Context: an optimization exercise on an open-source flow, tuned for small area and a short achievable clock period. The choices shown serve that exercise and are no tape-out recipe.
The RTL was checked by simulation tests, not by an equivalence proof against the original design.
Power is estimated from default activity; no workload was simulated.

exp/lagoon:
Design trail_core, start of the top module:
module trail_core (
    input  wire        clk,
    input  wire        rst,
    input  wire [7:0]  cfg_filt_n,
    input  wire [1:0]  cfg_decode,    
    input  wire        cfg_invert,
    input  wire [4:0]  cfg_pint,      
    input  wire [23:0] cfg_still,     
    input  wire        enc_a,
    input  wire        enc_b,
    input  wire        preset,        
    input  wire [55:0] preset_val,
    output wire [63:0] pos,
    output wire [31:0] spd,
    output wire [1:0]  spd_state,     
    output wire        speed_valid,
    output wire        dir,           
    output wire        illegal,       
    output wire [15:0] illegal_cnt
);
Size: roughly 8,000 cells after synthesis, about 220 I/O pins, roughly 0.081 mm2 of cells after synthesis.
Settings: LEC_CHECK=0, CAP_MARGIN=20, CORE_MARGIN=2, CORE_UTILIZATION=40, SLEW_MARGIN=20; clock period 220.0 ns.
run.sh (not shown) runs the stock make flow with config.mk's settings and CLKGATE_MAP_FILE= SYNTH_SCRIPT=/design/flow/synth_recipe.tcl, a recipe that flattens the netlist after the stock synthesis.
Setup changes, exp/lagoon to exp/zinc
- ABC_AREA now 1, previously not set
- CTS_CLUSTER_DIAMETER now 120, previously not set
- CORE_UTILIZATION now 70, was 40
- CTS_CLUSTER_SIZE now 25, previously not set
[summary]
exp/zinc completed; timing, DRC and antenna clean. exp/lagoon vs exp/zinc, most common library cell in the layout ignoring fill and taps: sky130_fd_sc_hd__ha_1 vs sky130_fd_sc_hd__nand2_1. Looking at power dissipated in the clock network across exp/lagoon and exp/zinc, the one that comes out lower is exp/zinc. exp/zinc ended with less wire length per cell than exp/lagoon. Compared with exp/lagoon, exp/zinc supports a higher clock frequency. exp/zinc packs its core tighter than exp/lagoon. Clock-pin slew on the worst setup and hold paths for exp/zinc: 50 ps up relative to exp/lagoon. NOTE: non-clock inverter count in the final layout in exp/zinc exceeds that of exp/lagoon. Diff exp/lagoon -> exp/zinc: wire length after detailed routing lower, non-clock buffer count in the final layout shrank by about 2.5%. The initial antenna violation count number comes out higher for exp/zinc vs exp/lagoon.
diff inputs: exp/zinc => exp/fjord
- a change of CORE_UTILIZATION from 70 to 75
Notes after the runs:
- exp/fjord ended with more maximum vdd ir drop than exp/zinc.
- For final worst hold slack, exp/zinc and exp/fjord come out practically identical.
- When the final numbers for exp/fjord and exp/zinc were put side by side, the routability congestion estimate from global placement turned out to be greater in exp/fjord.
Edits applied to the flow inputs when going from exp/fjord to exp/juniper:
- a deleted CTS_CLUSTER_SIZE that had been 25
- a deleted CTS_CLUSTER_DIAMETER that had been 120
- a deleted ABC_AREA that had been 1
- a change of CORE_UTILIZATION from 75 to 70
### Flow results
- exp/juniper ended with every stage complete and zero timing, DRC or antenna violations.
- Diff exp/fjord -> exp/juniper | count of different cell masters after synthesis | increase of about 24%
- On exp/juniper: switching share of power is 4.4 points lower than what exp/fjord gave.
- Largest net degree at the start of global routing sits lower in exp/juniper than in exp/fjord.
- Lower non-filler instance count after layout among exp/fjord and exp/juniper: exp/juniper
- In exp/juniper, H-tree depth is higher than in exp/fjord.

---

trail_core, a different RTL version from the one above (not shown whole).
For scale: about 1100 flip-flops, roughly 220 I/O pins, about 80000 µm² of cells after synthesis.
## trail_core
module trail_core (
    input  wire        clk,
    input  wire        rst,
    input  wire [7:0]  cfg_filt_n,
    input  wire [1:0]  cfg_decode,    
    input  wire        cfg_invert,
    input  wire [4:0]  cfg_pint,      
    input  wire [23:0] cfg_still,     
    input  wire        enc_a,
    input  wire        enc_b,
    input  wire        preset,        
    input  wire [55:0] preset_val,
    output wire [63:0] pos,
    output wire [31:0] spd,
    output wire [1:0]  spd_state,     
    output wire        speed_valid,
    output wire        dir,           
    output wire        illegal,       
    output wire [15:0] illegal_cnt
);
    localparam [1:0] ST_STILL    = 2'd0;
    localparam [1:0] ST_STARTING = 2'd1;
    localparam [1:0] ST_RUNNING  = 2'd2;
    localparam [1:0] ST_REVERSED = 2'd3;
    localparam [1:0] OP_HOLD  = 2'd0;
    localparam [1:0] OP_ZERO  = 2'd1;
    localparam [1:0] OP_MEAS  = 2'd2;
    localparam [1:0] OP_DECAY = 2'd3;
    localparam [23:0] DT_MAX = 24'hffffff;
    integer h, i, j;
    reg [7:0] nm1;        
    reg [1:0] dec;
    reg       inv;
    reg [4:0] pint;
    always @(posedge clk) begin
        nm1  <= (cfg_filt_n < 8'd2) ? 8'd1 : cfg_filt_n - 8'd1;
        dec  <= cfg_decode;
        inv  <= cfg_invert;
        pint <= (cfg_pint == 5'd0) ? 5'd1 : (cfg_pint > 5'd16) ? 5'd16 : cfg_pint;
    end
    wire [23:0] still_n = (cfg_still == 24'd0) ? 24'd1 : cfg_still;
    reg       fa, fb;
    reg [7:0] ca, cb;
    wire rdy_a = (ca >= nm1);
    wire rdy_b = (cb >= nm1);
    wire da = enc_a ^ fa;
    wire db = enc_b ^ fb;
    wire ea = da & rdy_a;
    wire eb = db & rdy_b;
    always @(posedge clk) begin
        if (rst) begin
            fa <= 1'b0;
            fb <= 1'b0;
            ca <= 8'd0;
  ...
export LEC_CHECK = 0
export ABC_AREA = 1
export CAP_MARGIN = 30
export CORE_MARGIN = 2
export CORE_UTILIZATION = 70
export CTS_CLUSTER_DIAMETER = 120
export CTS_CLUSTER_SIZE = 25
export SLEW_MARGIN = 50
create_clock -name core_clock -period 220.0 [get_ports {clk}]
The baseline finished with timing, DRC and antenna clean.
Change:
--- a/flow/config.mk
+++ b/flow/config.mk
@@ -7,8 +7,8 @@
 export LEC_CHECK = 0
 export ABC_AREA = 1
-export CAP_MARGIN = 30
+export CAP_MARGIN = 40
 export CORE_MARGIN = 2
 export CORE_UTILIZATION = 70
 export CTS_CLUSTER_DIAMETER = 120
 export CTS_CLUSTER_SIZE = 25
-export SLEW_MARGIN = 50
+export SLEW_MARGIN = 60
After rerunning: Cell area went up by 0.36%. Setup slack improved by 0.71 ns. Synthesized area stays the same. Combinational power stays flat. Non-clock buffer count climbs by 10. Sequential power barely changes. Global-route usage is about the same. First-iteration DRC count came out higher by 6.0%.
Change:
--- a/flow/config.mk
+++ b/flow/config.mk
@@ -7,8 +7,8 @@
 export LEC_CHECK = 0
 export ABC_AREA = 1
-export CAP_MARGIN = 40
+export CAP_MARGIN = 50
 export CORE_MARGIN = 2
 export CORE_UTILIZATION = 70
 export CTS_CLUSTER_DIAMETER = 120
 export CTS_CLUSTER_SIZE = 25
-export SLEW_MARGIN = 60
+export SLEW_MARGIN = 70
Effect:
- die area is unchanged
- maximum frequency barely changes
- via count stays flat
- sequential power barely changes
- sequential cell count stays the same
- global-route usage is higher by 0.12 points
- design area is higher by 0.97%
- power is higher by 0.60%

## afterwards: timing with drivers on the ports
The flow's constraints put no driver on any port. The routed layouts listed below were extracted and timed again, unchanged, in two steps. Step 1 sets driving cells, clkbuf_16 on the clock port and buf_2 on the other inputs (assumed; they add their load-dependent delay and slew). Step 2 adds t to the input delays and takes it off the output delays; t is the mean of the earliest and latest rising clock arrival at the registers after step 1. Input paths then give back, and output paths get back, about the clock's delay inside the block. Slacks: ideal ports / drivers / drivers and shift; pairs: ideal ports / drivers.
run	shift t [ns]	setup WS [ns]	hold slack, ns	worst slew at a driven data input, ns	pins driven straight from the clock port
exp/lagoon	0.825	172.111 / 172.122 / 171.297	0.271 / 0.271 / 0.271	0.20	1
exp/zinc	0.769	172.279 / 172.297 / 171.528	0.335 / 0.335 / 0.335	0.10	1
exp/fjord	0.771	171.615 / 171.615 / 170.844	0.337 / 0.337 / 0.337	0.10	1
exp/juniper	0.787	172.160 / 172.209 / 171.421	0.311 / 0.311 / 0.311	0.10	1
the first run of note 2	0.774	172.132 / 172.182 / 171.409	0.328 / 0.328 / 0.328	0.09	1
the second run of note 2	0.781	172.839 / 172.889 / 172.108	0.319 / 0.319 / 0.319	0.08	1
the third run of note 2	0.792	172.928 / 172.979 / 172.187	0.333 / 0.333 / 0.333	0.09	1
After both steps every run listed still meets setup and hold. For exp/lagoon, which loses most, drivers alone change the setup slack by +0.011 ns; drivers and shift together by -0.814 ns.
